From an optimization exercise on the open Yosys and OpenROAD flow, aimed at small area, a short achievable clock period and few clock cycles per item; shortcuts taken in it are not production practice. Only simulation tests tie the RTL to the original design; equivalence was not proved. No activity file was given, so power comes from the tool's default toggle rates.

== willow ==
Design mbcq_enc, start of the top module:
module mbcq_enc #(
    parameter integer L  = 34,      
    parameter integer RP = 32,      
    parameter integer HQ = 2        
) (
    input  wire        clk,
    input  wire        rst,         
    input  wire        in_valid,
    output wire        in_ready,
    input  wire        in_last,     
    input  wire [1:0]  in_fmt,      
    input  wire [1:0]  in_k,        
    input  wire [31:0] in_elem,     
    output wire        out_valid,
    input  wire        out_ready,
    output wire        out_hdr,     
    output wire        out_last,    
    output wire [15:0] out_data
);
    localparam integer QW = (HQ > 2) ? 2 : 1;       
    function automatic [4:0] lzc23;      
        input [22:0] v;
        integer i;
        begin
            lzc23 = 5'd23;
            for (i = 0; i < 23; i = i + 1)
                if (v[i]) lzc23 = 5'd23 - i[4:0];
        end
    endfunction
    wire        i_f16  = (in_fmt == 2'd2);
    wire        i_b16  = (in_fmt == 2'd1);
    wire        i_s    = (i_f16 || i_b16) ? in_elem[15] : in_elem[31];
    wire [7:0]  i_ex   = i_f16 ? {3'b000, in_elem[14:10]} : i_b16 ? in_elem[14:7] : in_elem[30:23];
    wire [22:0] i_man  = i_f16 ? {in_elem[9:0], 13'h0} : i_b16 ? {in_elem[6:0], 16'h0} : in_elem[22:0];
    wire [4:0]  i_lz   = i_f16 ? lzc23({in_elem[9:0], 13'h0}) :
                         i_b16 ? lzc23({in_elem[6:0], 16'h0}) : lzc23(in_elem[22:0]);
    reg        rdy;               
    reg        busy;              
    reg        a_v, a_last, a_s, a_f16;
    reg [1:0]  a_k;
    reg [7:0]  a_ex;
    reg [22:0] a_man;
    reg [4:0]  a_lz;              
    assign in_ready = rdy;
    always @(posedge clk) begin
        a_s    <= i_s;
        a_ex   <= i_ex;
        a_man  <= i_man;
        a_lz   <= i_lz;
        a_f16  <= i_f16;
        a_k    <= in_k;
        a_last <= in_last;
        if (rst) a_v <= 1'b0;
        else     a_v <= in_valid & !busy;
    end
    wire        a_spec = a_f16 ? (a_ex[4:0] == 5'h1F) : (a_ex == 8'hFF);
    wire        a_sub  = (a_ex == 8'd0);
    wire        a_zero = a_sub && (a_man == 23'd0);
    wire [8:0]  a_base = a_f16 ? 9'd369 : 9'd257;       
  ...
Size in the first run: ~2,400 cells after synthesis, ~61 I/O pins, roughly 0.032 sq mm of cells after synthesis.
export LEC_CHECK = 0
export CAP_MARGIN = 20
export CORE_MARGIN = 2
export CORE_UTILIZATION = 70
export CTS_BUF_LIST = sky130_fd_sc_hd__clkbuf_8
export CTS_CLUSTER_DIAMETER = 70
export CTS_CLUSTER_SIZE = 14
export PLACE_DENSITY = 0.8
export SLEW_MARGIN = 20
create_clock -name core_clock -period 16.0 [get_ports {clk}]
standard.sh (not shown) runs the stock make flow with config.mk's settings and CLKGATE_MAP_FILE= SYNTH_SCRIPT=/design/flow/synth_recipe.tcl, a recipe that flattens the netlist after the stock synthesis.
==> flow/flow/run.sh <==
#!/bin/bash
# Own layout flow: the standard ORFS flow (standard.sh), with the ports
# buffered by a plain buffer instead of the delay-cell buffer ORFS picks.
# The make output goes to flow.log in the work folder; ORFS's own per-step
# logs stay under orfs/logs/.
set -euo pipefail
bash standard.sh \
  "BUFFER_PORTS_ARGS=-buffer_cell sky130_fd_sc_hd__buf_2" \
  finish > flow.log 2>&1
Testbench counts of willow, summed over its fixed seeds: cycles 377,724, items 363,761.
### willow -> onyx
-- flow/flow/run.sh --
<<< willow, line 9
>>> onyx, line 9
  SETUP_SLACK_MARGIN=11.5 \
-- flow/config.mk --
<<< willow, line 11
export CTS_BUF_LIST = sky130_fd_sc_hd__clkbuf_8
export CTS_CLUSTER_DIAMETER = 70
export CTS_CLUSTER_SIZE = 14
>>> onyx, line 11
export CTS_BUF_LIST = sky130_fd_sc_hd__clkbuf_16
export CTS_CLUSTER_DIAMETER = 80
export CTS_CLUSTER_SIZE = 30
--- outcome ---
There was hardly any difference in sequential share of cell area between willow and onyx.
Total number of vias: onyx vs willow — no meaningful difference
Changes observed in onyx relative to willow: fraction of the yosys area taken by sequential cells level, worst supply voltage drop on vdd moved up, final cell count without fillers moved down.
The number of filler cells placed in the layout was comparable across onyx and willow.
Number of instances resized during post-cts repair delta for onyx relative to willow: 4 higher
[compare] base=willow new=onyx: minimum period implied by the final worst setup slack decreased 0.46 ns; fraction of the cycle the final worst path needs decreased 2.9 points.
## Diff of input files: garnet against onyx
-- flow/config.mk --
<<< onyx, line 10
export CORE_UTILIZATION = 70
>>> garnet, line 10
export CORE_UTILIZATION = 65
<<< onyx, line 14
export PLACE_DENSITY = 0.8
>>> garnet, line 14
export PLACE_DENSITY = 0.75
### Flow results
Cmp onyx and garnet / detailed route wirelength on metal3 / lower: garnet. Summary of garnet over onyx: peak per-stage delay on the critical path went up by 0.02 ns; clock period minus worst slack went up by 0.036 ns; worst reg-to-reg path cell count went up by 2; number of gates resized after cts went down by 1.
Inputs modified between garnet and violet:
-- flow/flow/run.sh --
<<< garnet, line 9
  SETUP_SLACK_MARGIN=11.5 \
>>> violet, line 9
-- flow/config.mk --
<<< garnet, line 10
export CORE_UTILIZATION = 65
>>> violet, line 10
export CORE_UTILIZATION = 70
<<< garnet, line 14
export PLACE_DENSITY = 0.75
>>> violet, line 14
export PLACE_DENSITY = 0.8
Results
Summary of violet over garnet: maximum achievable frequency shows a reduction of 9.1%; wire length went up 14%. As far as part of the power in the clock network is concerned, garnet and violet perform about the same. violet vs garnet on final worst slack: violet is the lower one. garnet → violet: critical path depth went up, met1 demand-to-capacity share in global routing rose by 4.6 points.

## afterwards: timing with drivers on the ports
No port has a modelled driver above. Below, the same layouts with a new extraction and two added sets of constraints.
Step 1 (the two cells are an assumption about what drives the block):
set clk [get_ports {clk}]
set_driving_cell -lib_cell sky130_fd_sc_hd__clkbuf_16 $clk
set_driving_cell -lib_cell sky130_fd_sc_hd__buf_2 [delete_from_list [all_inputs] $clk]
Step 2 adds t to the input delays and takes it off the output delays; t is the mean of the earliest and latest rising clock arrival at the registers after step 1. Input paths then give back, and output paths get back, about the clock's delay inside the block.
Slacks: ideal / step 1 / step 2; pairs: ideal / step 1.
| run | shift t [ns] | setup slack, ns | clock arrival spread, ns | worst slew at a driven data input, ns |
|---|---|---|---|---|
| willow | 0.736 | 11.164 / 11.164 / 10.936 | 0.054 / 0.053 | 0.04 |
| onyx | 0.653 | 11.625 / 11.570 / 11.127 | 0.031 / 0.030 | 0.03 |
| garnet | 0.659 | 11.589 / 11.530 / 11.114 | 0.039 / 0.039 | 0.04 |
| violet | 0.653 | 11.147 / 11.147 / 10.948 | 0.051 / 0.051 | 0.04 |
After both steps every run listed still meets setup and hold. For onyx, which loses most, drivers alone change the setup slack by -0.055 ns; drivers and shift together by -0.498 ns.
